Background: an optimization exercise with open tools, aiming at small area and a short achievable clock period. Do not read the settings as production practice.
Where RTL was checked, it was by simulation tests only, not by an equivalence proof against the original.
Power figures rest on the tool's default switching activity, not on a simulated workload.

// pod_cvt
module pod_cvt (
    input  wire        clk,
    input  wire        rst,
    input  wire        in_valid,
    input  wire [31:0] in_x,        
    input  wire [3:0]  in_dtype,    
    input  wire        in_sr,       
    input  wire [31:0] in_w,        
    output reg         out_valid,
    output reg  [31:0] out_y,       
    output reg         out_nan      
);
Size in the first run: about 1200 cells after synthesis, roughly 110 flip-flops, about 110 I/O pins.
clock: 18.0 ns
lec_check: 0
abc_area: 1
cap_margin: 20
core_margin: 2
core_utilization: 40
cts_buf_list: sky130_fd_sc_hd__clkbuf_8
slew_margin: 20
standard.sh (not shown) runs the stock make flow with config.mk's settings and CLKGATE_MAP_FILE= SYNTH_SCRIPT=/design/flow/synth_recipe.tcl, a recipe that flattens the netlist after the stock synthesis.
==> flow/flow/run.sh <==
#!/bin/bash
# Own layout flow: ORFS, as standard.sh runs it, with these changes:
#  - synthesis (the same Yosys steps as synth_recipe.tcl, so the registers keep
#    their names and cells) maps the logic with ABC scripts of its own
#    (flow/abc_proc.tcl): the logic feeding the input registers with
#    flow/abc1.script at delay target flow/abc1_delay, the rest with
#    flow/abc.script at flow/abc_delay; Yosys's full-adder extraction is off
#    (ADDER_MAP_FILE empty) so that ABC sees all of the logic;
#  - ports are buffered (the same buffer_ports step) with the cell named in
#    flow/port_buffer;
#  - the layout steps get the make variables in flow/make_vars, if any
#    (optimisation settings such as repair_timing's setup margin).
# Each tool's output goes to a log of its own in this folder.
set -euo pipefail
W=$(pwd)
F=$W/flow
export OWN_ABC_D=$(cat $F/abc_delay)
export OWN_ABC_SCRIPT=$W/own_abc.script
sed "s/{D}/-D $OWN_ABC_D/g" $F/abc.script > $OWN_ABC_SCRIPT
if [[ -f $F/abc1.script ]]; then
  export OWN_ABC1_D=$(cat $F/abc1_delay)
  export OWN_ABC1_SCRIPT=$W/own_abc1.script
  sed "s/{D}/-D $OWN_ABC1_D/g" $F/abc1.script > $OWN_ABC1_SCRIPT
fi
{ head -n 1 $W/synth_recipe.tcl; cat $F/abc_proc.tcl; tail -n +2 $W/synth_recipe.tcl; } > $W/own_synth.tcl
SYN=SYNTH_SCRIPT=$W/own_synth.tcl
# the knobs standard.sh passes on make's command line
KNOBS=$(sed -n 's/^make .*CLKGATE_MAP_FILE= [^ ]* \(.*\) "\${@:-finish}"$/\1/p' $W/standard.sh)
BUF=$(cat $F/port_buffer 2>/dev/null || echo sky130_fd_sc_hd__buf_1)
# extra make variables for the layout steps (optimisation effort only)
EXTRA=$(cat $F/make_vars 2>/dev/null | tr '\n' ' ' || true)
MK="make -C $FLOW_HOME DESIGN_CONFIG=$W/config.mk WORK_HOME=$W/orfs CLKGATE_MAP_FILE="
eval "$MK $SYN $KNOBS ADDER_MAP_FILE= synth" > $W/log_synth.txt 2>&1
eval "$MK $SYN $KNOBS $EXTRA BUFFER_PORTS_ARGS=\"-buffer_cell $BUF\" finish" > $W/log_layout.txt 2>&1
R=$W/orfs/results/$FLOW_PLATFORM/pod_cvt/base
: # left out here: write the final layout as DEF
Other scripts of this flow, unchanged in this note and not shown: flow/flow/abc.script, flow/flow/abc1.script, flow/flow/abc1_delay, flow/flow/abc_delay, flow/flow/abc_proc.tcl, flow/flow/make_vars, flow/flow/port_buffer
The starting point completed without violations.
Rerun with:
--- a/flow/design.v
+++ b/flow/design.v
@@ -151,38 +151,37 @@
     generate for (gi = 0; gi < 32; gi = gi + 1) begin : g_pa
         assign pa1[gi] = ((gi >> 0) % 2 == 1) ? pa0[gi] & pa0[(gi >> 0 << 0) - 1] : pa0[gi];
         assign pa2[gi] = ((gi >> 1) % 2 == 1) ? pa1[gi] & pa1[(gi >> 1 << 1) - 1] : pa1[gi];
         assign pa3[gi] = ((gi >> 2) % 2 == 1) ? pa2[gi] & pa2[(gi >> 2 << 2) - 1] : pa2[gi];
         assign pa4[gi] = ((gi >> 3) % 2 == 1) ? pa3[gi] & pa3[(gi >> 3 << 3) - 1] : pa3[gi];
         assign pa5[gi] = ((gi >> 4) % 2 == 1) ? pa4[gi] & pa4[(gi >> 4 << 4) - 1] : pa4[gi];
     end endgenerate
     wire        cin = up ^ (isint & sgn);
     wire [31:0] r   = t ^ ({32{cin}} & {pa5[30:0], 1'b1});
-    wire o16 = (r_ex >= 8'd143);
-    wire o8  = (r_ex >= 8'd135);
-    wire o7  = (r_ex >= 8'd134);
-    wire o3  = (r_ex >= 8'd130);
-    wire o31 = (r_ex >= 8'd158);
+    wire o16 = |n[31:16];
+    wire o8  = |n[31:8];
+    wire o7  = |n[31:7];
+    wire o3  = |n[31:3];
     wire a3  = &n[2:0];
     wire a7  = &n[6:0];
     wire a8  = &n[7:0];
     wire a16 = &n[15:0];
     wire sat_i = isint & (r_huge | (~r_zero & ((t_i4  & (o3  | (up & a3)))  |
                                                (t_i8  & (o7  | (up & a7)))  |
                                                (t_u8  & (o8  | (up & a8)))  |
                                                (t_u16 & (o16 | (up & a16))) |
-                                               (t_i32 & o31))));
-    wire of_a = t_e4 & (r_ex == 8'd135) & (&n[2:0]);
-    wire of_c = (t_f4 & (r_ex == 8'd129) & n[0]) |
-                (t_e4 & (r_ex == 8'd135) & (&n[2:1])) |
-                (t_e5 & (r_ex == 8'd142) & (&n[1:0])) |
-                (t_h  & (r_ex == 8'd142) & (&n[9:0])) |
-                (t_bf & (r_ex == 8'd254) & (&n[6:0]));
+                                               (t_i32 & n[31]))));
+    wire of_a = (t_e4 & (&t[6:0]));
+    wire of_c = (t_f4 & (&t[2:0])) |
+                (t_e4 & (&t[6:1])) |
+                (t_e5 & (t[6:2] == 5'b11110) & (&t[1:0])) |
+                (t_h  & (t[14:10] == 5'b11110) & (&t[9:0])) |
+                (t_bf & (t[14:7] == 8'hFE) & (&t[6:0]));
     wire ovf_f = isflt & (r_huge | (~r_zero & (of_a | (cin & of_c))));
     wire uneg  = (t_u8 | t_u16) & sgn;
     wire f7  = t_i4 | t_f4 | t_i8 | t_u8 | t_e4 | t_e5;
     wire w15 = t_u16 | t_h | t_bf | t_i32;
     wire keep_any = ~r_nan & ~r_zero & ((isint & ~sat_i & ~uneg) | (isflt & ~ovf_f));
     wire k_2_0   = keep_any & (f7 | w15);
     wire k_3     = keep_any & (t_i4 | t_i8 | t_u8 | t_e4 | t_e5 | w15);
     wire k_6_4   = keep_any & (t_i8 | t_u8 | t_e4 | t_e5 | w15);
     wire k_7     = keep_any & (t_i8 | t_u8 | w15);
Effect:
- total power goes down by 7.6%
- non-clock buffer count came out lower by 37
- fmax came out higher by about 9%
- wire length went down by 9.3%
- critical path depth went down by 29
- core utilization shrinks by 6.4 points
- sequential share of layout area increases by 2.5 points
- clock-buffer cell count is unchanged
For the first run of this note, only the layout was checked, not whether the RTL still works.

* * *

Setup of rev 12:
Starting RTL as in the previous note.
==> flow/config.mk <==
export PLATFORM = sky130hd
export DESIGN_NAME = pod_cvt
export DESIGN_NICKNAME = pod_cvt
export VERILOG_FILES = /design/flow/design.v
export SDC_FILE = /design/flow/constraint.sdc
export NUM_CORES = 4
export LEC_CHECK = 0
export ABC_AREA = 1
export CAP_MARGIN = 20
export CORE_MARGIN = 2
export CORE_UTILIZATION = 40
export CTS_BUF_LIST = sky130_fd_sc_hd__clkbuf_8
export GPL_TIMING_DRIVEN = 0
export SLEW_MARGIN = 20
==> flow/constraint.sdc <==
create_clock -name core_clock -period 18.0 [get_ports {clk}]
set_input_delay 3.6000 -clock core_clock [delete_from_list [all_inputs] [get_ports {clk}]]
set_output_delay 3.6000 -clock core_clock [all_outputs]
set_load 0.01 [all_outputs]
==> flow/flow/abc.script <==
strash
dc2
strash
dch
map {D}
buffer -p
upsize {D}
dnsize {D}
==> flow/flow/abc1.script <==
strash
dc2
strash
dch
map {D}
==> flow/flow/abc1_delay <==
800
==> flow/flow/abc_delay <==
3500
==> flow/flow/abc_proc.tcl <==
# Technology mapping with own ABC scripts: the logic that feeds the input
# registers (cells named r_*) first, with its own delay target, then the rest.
proc abc {args} {
  set a $args
  set i [lsearch $a -script]; lset a [expr {$i+1}] $::env(OWN_ABC_SCRIPT)
  set i [lsearch $a -D]; lset a [expr {$i+1}] $::env(OWN_ABC_D)
  if {[info exists ::env(OWN_ABC1_SCRIPT)] && $::env(OWN_ABC1_SCRIPT) ne ""} {
    set a1 $args
    set i [lsearch $a1 -script]; lset a1 [expr {$i+1}] $::env(OWN_ABC1_SCRIPT)
    set i [lsearch $a1 -D]; lset a1 [expr {$i+1}] $::env(OWN_ABC1_D)
    yosys select -set s1 {c:r_*} %ci*
    yosys abc {*}$a1 {@s1}
  }
  yosys abc {*}$a
}
==> flow/flow/make_vars <==
SETUP_SLACK_MARGIN=12.75
==> flow/flow/port_buffer <==
sky130_fd_sc_hd__buf_1
Scripts as last shown in full above: flow/flow/run.sh
Rev 12 reached the end of the flow, and the finished layout is clean on the timing, design-rule and antenna checks.
Inputs modified between rev 12 and rev 13:
--- a/flow/design.v
+++ b/flow/design.v
@@ -153,34 +153,33 @@
         assign pa2[gi] = ((gi >> 1) % 2 == 1) ? pa1[gi] & pa1[(gi >> 1 << 1) - 1] : pa1[gi];
         assign pa3[gi] = ((gi >> 2) % 2 == 1) ? pa2[gi] & pa2[(gi >> 2 << 2) - 1] : pa2[gi];
         assign pa4[gi] = ((gi >> 3) % 2 == 1) ? pa3[gi] & pa3[(gi >> 3 << 3) - 1] : pa3[gi];
         assign pa5[gi] = ((gi >> 4) % 2 == 1) ? pa4[gi] & pa4[(gi >> 4 << 4) - 1] : pa4[gi];
     end endgenerate
     wire        cin = up ^ (isint & sgn);
     wire [31:0] r   = t ^ ({32{cin}} & {pa5[30:0], 1'b1});
-    wire o16 = (r_ex >= 8'd143);
-    wire o8  = (r_ex >= 8'd135);
-    wire o7  = (r_ex >= 8'd134);
-    wire o3  = (r_ex >= 8'd130);
-    wire o31 = (r_ex >= 8'd158);
+    wire o16 = |n[31:16];
+    wire o8  = |n[31:8];
+    wire o7  = |n[31:7];
+    wire o3  = |n[31:3];
     wire a3  = &n[2:0];
     wire a7  = &n[6:0];
     wire a8  = &n[7:0];
     wire a16 = &n[15:0];
     wire sat_i = isint & (r_huge | (~r_zero & ((t_i4  & (o3  | (up & a3)))  |
                                                (t_i8  & (o7  | (up & a7)))  |
                                                (t_u8  & (o8  | (up & a8)))  |
                                                (t_u16 & (o16 | (up & a16))) |
-                                               (t_i32 & o31))));
-    wire of_a = t_e4 & (r_ex == 8'd135) & (&n[2:0]);
-    wire of_c = (t_f4 & (r_ex == 8'd129) & n[0]) |
-                (t_e4 & (r_ex == 8'd135) & (&n[2:1])) |
-                (t_e5 & (r_ex == 8'd142) & (&n[1:0])) |
-                (t_h  & (r_ex == 8'd142) & (&n[9:0])) |
-                (t_bf & (r_ex == 8'd254) & (&n[6:0]));
+                                               (t_i32 & n[31]))));
+    wire of_a = (t_e4 & (&t[6:0]));
+    wire of_c = (t_f4 & (&t[2:0])) |
+                (t_e4 & (&t[6:1])) |
+                (t_e5 & (t[6:2] == 5'b11110) & (&t[1:0])) |
+                (t_h  & (t[14:10] == 5'b11110) & (&t[9:0])) |
+                (t_bf & (t[14:7] == 8'hFE) & (&t[6:0]));
     wire ovf_f = isflt & (r_huge | (~r_zero & (of_a | (cin & of_c))));
     wire uneg  = (t_u8 | t_u16) & sgn;
     wire f7  = t_i4 | t_f4 | t_i8 | t_u8 | t_e4 | t_e5;
     wire w15 = t_u16 | t_h | t_bf | t_i32;
     wire keep_any = ~r_nan & ~r_zero & ((isint & ~sat_i & ~uneg) | (isflt & ~ovf_f));
     wire k_2_0   = keep_any & (f7 | w15);
     wire k_3     = keep_any & (t_i4 | t_i8 | t_u8 | t_e4 | t_e5 | w15);
[summary]
Between rev 13 and rev 12, the difference in final cell count is negligible. Starting density of the core (higher): rev 12. Diff rev 12 -> rev 13: synthesized area increased by 1.4% relative to the old numbers; share of power burned in combinational logic decreased by 1.3 points relative to the old numbers. Clock group share of total power for rev 13: 0.2 points up relative to rev 12.
The RTL of rev 12 was laid out without a check of its function.

-- what the ideal ports hide --
The results above use ideal ports. As a check the final layouts listed here were re-extracted and re-timed, cells and wires unchanged.
Step 1 assumes that a clkbuf_16 drives the clock port and a buf_2 every other input.
Step 2 also shifts input and output timing later by t, the mid clock arrival at the registers, as if the neighbouring blocks saw the same clock.
Three values: ideal, step 1, step 2; two values: the first two.
run | t, ns | slack for setup (ns) | worst setup path after step 2 | worst register clock-pin slew, ns
the first run of note 1 | 0.445 | 12.616 / 12.616 / 12.576 | input to register | 0.12 / 0.12
the second run of note 1 | 0.432 | 13.078 / 13.096 / 12.664 | input to register | 0.11 / 0.11
rev 12 | 0.439 | 12.716 / 12.716 / 12.613 | input to register | 0.12 / 0.12
rev 13 | 0.442 | 12.981 / 12.981 / 12.704 | input to register | 0.12 / 0.12
After both steps setup and hold are still met in every run listed. The setup slack of the second run of note 1, which loses most, moves by +0.018 ns with the drivers and by -0.414 ns with both steps.
